What follows belongs to an exercise in optimizing a design on an open flow for small area; a production flow would make more cautious choices. In this exercise RTL edits were held to simulation tests only and were not proved equivalent to the original. Power and IR drop assume default switching activity.

File: config.mk
export PLATFORM = sky130hd
export DESIGN_NAME = sastrugi_unit
export DESIGN_NICKNAME = sastrugi_unit
export VERILOG_FILES = /design/flow/design.v
export SDC_FILE = /design/flow/constraint.sdc
export NUM_CORES = 4
export LEC_CHECK = 0
export CAP_MARGIN = 20
export CORE_MARGIN = 2
export CORE_UTILIZATION = 40
export SLEW_MARGIN = 20
File: constraint.sdc
create_clock -name core_clock -period 14.0 [get_ports {clk}]
set_input_delay 2.8000 -clock core_clock [delete_from_list [all_inputs] [get_ports {clk}]]
set_output_delay 2.8000 -clock core_clock [all_outputs]
set_load 0.01 [all_outputs]
File: design.v
module sastrugi_unit (
    input  wire        clk,
    input  wire        rst,
    input  wire        cfg_we,
    input  wire [4:0]  cfg_shift,
    input  wire        smp_valid,
    input  wire [63:0] smp_value,
    input  wire        cap_req,
    input  wire        cap_clear,
    output wire        cap_busy,
    input  wire [4:0]  rd_sel,
    output reg  [63:0] rd_data
);
    integer i;
    reg [4:0]  shift;
    reg [3:0]  phase;        
    reg [3:0]  cap_cnt;      
    reg        cap_valid;    
    assign cap_busy = (cap_cnt != 4'd0);
    wire take     = cap_req && !cap_busy;
    wire count_it = smp_valid && !cfg_we;
    wire restart  = cfg_we || (take && cap_clear);
    wire cap_act  = take || cap_busy;
    function [4:0] bin_of;
        input [63:0] v;
        input [4:0]  s;
        integer      n;
        reg   [6:0]  top;      
        reg   [6:0]  b;
        begin
            top = 7'd0;
            for (n = 0; n < 64; n = n + 1)
                if (v[n])
                    top = n + 1;
            if (top <= {2'b00, s})
                b = 7'd0;
            else
                b = top - {2'b00, s};
            bin_of = (b > 7'd31) ? 5'd31 : b[4:0];
        end
    endfunction
    wire [4:0] smp_bin = bin_of(smp_value, shift);
    always @(posedge clk) begin
        phase <= phase + 4'd1;
        if (rst) begin
            shift     <= 5'd0;
            cap_cnt   <= 4'd0;
            cap_valid <= 1'b0;
        end else begin
            if (cfg_we)
                shift <= cfg_shift;
            if (take) begin
                cap_cnt   <= 4'd1;
                cap_valid <= 1'b1;
            end else if (cap_busy)
                cap_cnt <= cap_cnt + 4'd1;
        end
    end
    reg        h_v [1:16];
    reg        h_r [1:16];
    reg        h_l [1:16];
    reg [3:0]  h_d [1:16];
    always @(posedge clk) begin
        h_v[1] <= !rst && count_it;
        h_r[1] <= rst || restart;
        h_l[1] <= smp_bin[0];
        h_d[1] <= smp_bin[4:1] - phase;
        for (i = 2; i <= 16; i = i + 1) begin
            h_v[i] <= h_v[i-1];
            h_r[i] <= h_r[i-1];
            h_l[i] <= h_l[i-1];
            h_d[i] <= h_d[i-1];
        end
    end
    reg [4:0] n_all0, n_all1, n_pre0, n_pre1;
    reg       st_all, st_pre, hit, pre;
    always @(*) begin
        n_all0 = 5'd0; n_all1 = 5'd0; n_pre0 = 5'd0; n_pre1 = 5'd0;
        st_all = 1'b0; st_pre = 1'b0;
        for (i = 1; i <= 16; i = i + 1) begin
            hit = h_v[i] && (h_d[i] == i[3:0]);
            pre = (i > cap_cnt);
            if (hit && !st_all) begin
                if (h_l[i]) n_all1 = n_all1 + 5'd1;
                else        n_all0 = n_all0 + 5'd1;
            end
            if (hit && pre && !st_pre) begin
                if (h_l[i]) n_pre1 = n_pre1 + 5'd1;
                else        n_pre0 = n_pre0 + 5'd1;
            end
            st_all = st_all || h_r[i];
            st_pre = st_pre || (h_r[i] && pre);
        end
    end
    function [31:0] sat_add;
        input [31:0] a;
        input [4:0]  n;
        reg   [32:0] s;
        begin
            s = {1'b0, a} + {28'd0, n};
            sat_add = s[32] ? 32'hFFFF_FFFF : s[31:0];
        end
    endfunction
    reg [63:0] ring [0:15];      
    reg [63:0] cring [0:15];     
    wire [31:0] h0 = st_all ? 32'd0 : ring[0][31:0];
    wire [31:0] h1 = st_all ? 32'd0 : ring[0][63:32];
    wire [31:0] c0 = st_pre ? 32'd0 : ring[0][31:0];
    wire [31:0] c1 = st_pre ? 32'd0 : ring[0][63:32];
    always @(posedge clk) begin
        for (i = 0; i < 15; i = i + 1) begin
            ring[i]  <= ring[i+1];
            cring[i] <= cring[i+1];
        end
        ring[15]  <= {sat_add(h1, n_all1), sat_add(h0, n_all0)};
        cring[15] <= cap_act ? {sat_add(c1, n_pre1), sat_add(c0, n_pre0)}
                             : cring[0];
    end
    reg [47:0] count;
    reg [63:0] sum;
    reg [63:0] vmin;
    reg [63:0] vmax;
    reg [47:0] cap_count;
    reg [63:0] cap_sum;
    reg [63:0] cap_min;
    reg [63:0] cap_max;
    wire [64:0] sum_add = {1'b0, sum} + {1'b0, smp_value};
    always @(posedge clk) begin
        if (rst) begin
            count <= 48'd0;
            sum   <= 64'd0;
            vmin  <= {64{1'b1}};
            vmax  <= 64'd0;
        end else if (restart) begin
            count <= count_it ? 48'd1 : 48'd0;
            sum   <= count_it ? smp_value : 64'd0;
            vmin  <= count_it ? smp_value : {64{1'b1}};
            vmax  <= count_it ? smp_value : 64'd0;
        end else if (count_it) begin
            if (count != 48'hFFFF_FFFF_FFFF)
                count <= count + 48'd1;
            sum <= sum_add[64] ? {64{1'b1}} : sum_add[63:0];
            if (smp_value < vmin)
                vmin <= smp_value;
            if (smp_value > vmax)
                vmax <= smp_value;
        end
    end
    always @(posedge clk) begin
        if (take) begin
            cap_count <= count;
            cap_sum   <= sum;
            cap_min   <= vmin;
            cap_max   <= vmax;
        end
    end
    wire [3:0] slot = rd_sel[3:0] - phase;
    always @(*) begin
        if (!cap_valid)
            rd_data = 64'd0;
        else if (!rd_sel[4])
            rd_data = cring[slot];
        else case (rd_sel[3:0])
            4'd0:    rd_data = cap_min;
            4'd1:    rd_data = cap_max;
            4'd2:    rd_data = {16'd0, cap_count};
            4'd3:    rd_data = cap_sum;
            default: rd_data = 64'd0;
        endcase
    end
endmodule
File: run.sh
#!/bin/bash
# synth_recipe.tcl (not shown) runs the flow's synth.tcl, then flattens the netlist and writes it again
# the make line also repeats each setting of config.mk as NAME=value (left out here)
make -C /OpenROAD-flow-scripts/flow DESIGN_CONFIG=/design/flow/config.mk WORK_HOME=/design/flow/orfs CLKGATE_MAP_FILE= SYNTH_SCRIPT=/design/flow/synth_recipe.tcl finish
==> run notes <==
[routing by layer]
metal	wire, µm	part of all wire, %	global-route usage, %	up-vias
met5	14	0.0059	0	-
met4	10200	4.3	8.93	2
met2	106000	45	33.2	2085
met3	15500	6.6	3.17	416
met1	105000	44	28.5	27800
li1	-	-	-	27000
[flip-flops by register name, indices dropped and copies added, names as in the netlist, 48 cells and up]
signal     cells
sum           64
cring       1024
vmin          64
count         48
vmax          64
h_d           64
cap_max       64
cap_count     48
cap_min       64
cap_sum       64
ring        1024
[metrics by stage]
stage / TNS, ns / utilization, % / area (µm²) / setup slack [ns]
6_report: 0 / 46.6 / 100000 / 0.650
2_1_floorplan: 0 / - / 86300 / 0.383
3_3_place_gp: 0 / 42.4 / 91100 / 0.249
3_5_place_dp: -1.17 / 42.4 / 91100 / -0.129
4_1_cts: 0 / 46.6 / 99900 / 0.104
5_1_grt: -0.0127 / 46.6 / 100000 / -0.0127
[placed cells by master (no fill, tap or decap), types with 62 or more instances in the layout]
cell and instances:
clkbuf_1 66, mux2i_1 100, inv_1 249, clkbuf_16 288
xnor2_1 209, nand4_1 129, o21ai_0 172, a21oi_1 340
a21o_1 83, clkdlybuf4s50_1 142, a22oi_1 408, dfxtp_1 2412
nand2_1 410, a222oi_1 111, nand3_1 253, ha_1 288
edfxtp_1 240, nor2_1 648, nor3_1 100, buf_4 102
nand2b_1 62, xor2_1 151
[critical path, delay by kind of cell, from the launching register on]
kind / cells / cell delay [ns]
adders and majority gates: 16 / 4.90
buffers and inverters: 3 / 0.25
muxes: 9 / 2.70
AOI/OAI and AO/OA: 10 / 1.40
and+or+nand+nor: 15 / 3.47
DFF: 1 / 0.45
xor gates and xnor gates: 1 / 0.17
[logic make-up (layout without fill, tap and decap cells)]
logic type	Yosys count	after routing
other	0	3
XOR/XNOR	403	403
buffers and inverters	557	969
multiplexers	126	126
flip-flops	2654	2654
AO/OA/AOI/OAI	1458	1459
adder cells (fa/ha/maj)	300	300
AND/OR/NAND/NOR	1953	1953
[final timing paths]
path | startpoint | end | slack, ns | cells past startpoint
worst max-delay path | cap_cnt[0]$_SDFFE_PP0N_ | cring[15][29]$_DFF_P_ | 0.65 | 54
worst min-delay path | ring[7][50]$_DFF_P_ | ring[6][50]$_DFF_P_ | 0.28 | 0
worst max register to register | cap_cnt[0]$_SDFFE_PP0N_ | cring[15][29]$_DFF_P_ | 0.65 | 54
worst min register to register | ring[7][50]$_DFF_P_ | ring[6][50]$_DFF_P_ | 0.28 | 0
[power by group through the flow]
| stage | Clock (mW) | Combinational, mW | Sequential, mW |
|---|---|---|---|
| floorplan | 0 | 0.578 | 8.69 |
| global placement | 0 | 0.958 | 8.81 |
| detailed placement | 0 | 0.967 | 8.82 |
| CTS | 7.25 | 0.972 | 8.67 |
| global route | 7.57 | 1.06 | 8.74 |
| finish | 7.13 | 0.982 | 8.68 |
[timing repair]
action | 4_1_cts | 5_1_grt
setup endpoints to repair | 13 | 93
buffers inserted | 0 | 2
cloned | 0 | 1
pin swaps | 0 | 3
gates resized for setup | 1 | 18
[cell type report]
cell class | instances | area share (%)
Inverter | 249 | 0.934
Tap cell | 2838 | 3.55
Timing Repair Buffer | 247 | 2.23
Sequential cell | 2654 | 55.5
Clock buffer | 407 | 8.18
Multi-Input combinational cell | 4241 | 28.9
Clock inverter | 66 | 0.663
Antenna cell | 3 | 0.00750
==> impl.org <==
** Synth
- Synth warnings :: 7
- Synth cell count leaders :: 2414 x dfxtp_1, 666 x nor2_1, 411 x nand2_1, 408 x a22oi_1, 343 x a21oi_1
- After synthesis, the largest family of logic cells by area is compound AO/OA/AOI/OAI gates.
- Cell type with the largest total area after synthesis :: dfxtp_1
- Most used flip-flop cell after synthesis :: dfxtp_1
- Largest cells by area after synthesis :: dfxtp_1 56%, edfxtp_1 8.4%, ha_1 4.2%, a22oi_1 3.5%, nor2_1 2.9%
- After synthesis, flip-flops and latches occupy 64.4% of the total area.
- Number of enable-type register cells in the synthesized netlist :: 240
- Counting every net in the synthesized netlist gives 7827.
- Compound-cell area share of the yosys netlist :: between 10% and 20%
- FF+latch count, synth :: 2654
- Post-synthesis share of cell area spent on full adders, half adders and majority gates :: 4.41%
- In this run, distinct cell masters in the synthesized netlist total 101.
- Xor/xnor share of the synthesized area :: 4.65%
- Post-synthesis share of cell area spent on and, or, nand and nor gates :: a little over a tenth
- Mapped Avg Cell Area :: 11.6 µm²
- Synthesis produced 7451 cells.
- Of the post-synthesis cell area, the dominant cell type holds a little under three fifths.
- After synthesis, the share of flip-flops with an asynchronous set or reset is 0%.
- The portion of synthesized area spent on multiplexers is under 10%.
- The cell area that synthesis handed to floorplanning was 86300 µm².
- Most common cell in the netlist :: dfxtp_1

** Final layout
- Final net count :: 8049
- Across the whole layout, storage elements account for 55500 µm².
- Area overhead of the layout relative to synthesis :: 16.0%
- Share of layout cells above drive strength 1 :: 8.46%
- Fill cells in the final layout number roughly 19k.
- Multi-input gate area in the final layout :: about 29000 µm²
- The finished layout holds 10.7k standard cells, fillers aside.

** Status
- Result of the run :: timing/DRC/antenna clean

** Floorplan
- Count of pins on the block boundary :: roughly 150
- Once the floorplan was initialized, standard cells occupied 40.2% of the core.
- The die covers between 200000 and 250000 µm².
- Standard-cell row count :: 170
- Vertical die dimension :: 468 µm
- Width of the die :: 468 µm
- After floorplanning, the core was sized to cover between 200000 and 250000 µm².

** Timing
- At the pin with the least slew margin, the transition time is about 1.3 ns.
- The count of final hold-check violations was 0.
- WHS :: 0.283 ns
- Maximum frequency from static timing analysis :: 0.0749 GHz
- Dividing the final minimum period by the clock period gives a little over nine tenths.
- Final setup vio count :: 0
- Across the routed clock network, the largest skew measured is 0.0982 ns.
- The final number of max-transition violations came to 0.
- Post-layout min period :: 13.35 ns
- Relative slew slack :: 14.9%

** Global route
- The number of global-route vias before repair was about 56k.
- Global routing finished with a remaining overflow of 0.
- The number of antenna violations at the first check in global routing was 7.
- Combined global-route utilization of all metal layers :: 21.0%
- The first global-routing pass estimated around 350000 µm of wire.
- Entering global routing, the biggest net connects 97 pins.

** Placed design
- After legalization and detailed placement, the total HPWL measured about 160000 µm.
- In this run, placement finished with an instance count of 10.2k.
- Port buffering added roughly 140 buffers.
- Routability-driven placement finished with a final weighted congestion of around 0.89.

** Power and ir drop
- Across the VDD grid, the largest voltage drop is around 0.097 mV.
- For this design the static power due to leakage is around 40 nW.
- Sw power :: between 3 and 4 mW
- Power share of the sequential group :: 51.7%
- Of the total power, the share spent switching nets is 23.3%.
- Internal Pwr Total :: approximately 13 mW
- The clock network is responsible for 42.5% of the overall power.
- Part of the power in combinational logic :: 5.8%
- Power spread over the standard cell area amounts to 168 nW/µm².
- The design draws around 17 mW.

** Run
- The tool flagged a number of max-cap violations equal to 0.

** Route
- Once detail routing completed, the nets flagged for antenna violations numbered 0.
- The detailed router placed 57.2k vias in this run.
- First DRT Iteration DRCs :: about 5.5k
- For this run, design rule violations remaining after detail routing come to 0.
- Detailed-route wire length per cell :: 22.0 µm
- Wires add up to 236000 µm.
- Drt via density :: 5.35
- Before antenna repair, the detailed router went through 9 iterations.

** Critical path
- Top cell by count, worst path :: ha_1
- For the worst setup path, the data required time is approximately 15 ns.
- STA classifies the critical path endpoint as a flip-flop.
- Class of the most critical setup path :: flip-flop to flip-flop
- Highest cell delay on the worst timing path :: 0.48 ns
- Along the worst path, the maximum fanout reaches 12.
- Signal arrival time at the worst endpoint :: around 14 ns
- The worst setup path is launched from a flip-flop.
- For this design, the slowest cell found on the critical path is or4_4.

** Clock network
- TritonCTS built the clock tree.
- Hold buffer count at cts :: 0
- Clock Sink Count :: ~2.7k
- At the later pin of the worst-skew pair, clock insertion delay measures just over 0.9 ns.
- Inserted Clock Buffers :: 280
- Number of buffers on the longest clock path :: 4
- Clock-pin slew was measured on the worst setup and hold paths at 0.07 ns.
- Clock Tree Root :: clkbuf_16
- CTS built an H-tree with a depth of 5.

** Min path
- Min-Delay Path Class :: flip-flop to flip-flop

==> separate check: timing with driven ports <==
The results above use ideal ports. As a check the final layout listed here was re-extracted and re-timed, cells and wires unchanged.
Step 1: set_driving_cell puts a clkbuf_16 on clk and a buf_2 on each other input, an assumption about the parent block.
Step 2 moves the port delays by t, midway between the first and last clock arrival at a register: inputs arrive t later, outputs are due t later. That takes back most of the time a late clock gives input paths.
Slacks: ideal ports / drivers / drivers and shift; pairs: ideal ports / drivers.
t (ns): 0.970
slack for setup (ns): 0.650 / 0.650 / 0.650
worst register clock-pin slew, ns: 0.07 / 0.07
cell pins on the clock port's net: 1
After both steps this run still meets setup and hold. For this run, drivers alone change the setup slack by 0.000 ns; drivers and shift together by 0.000 ns.
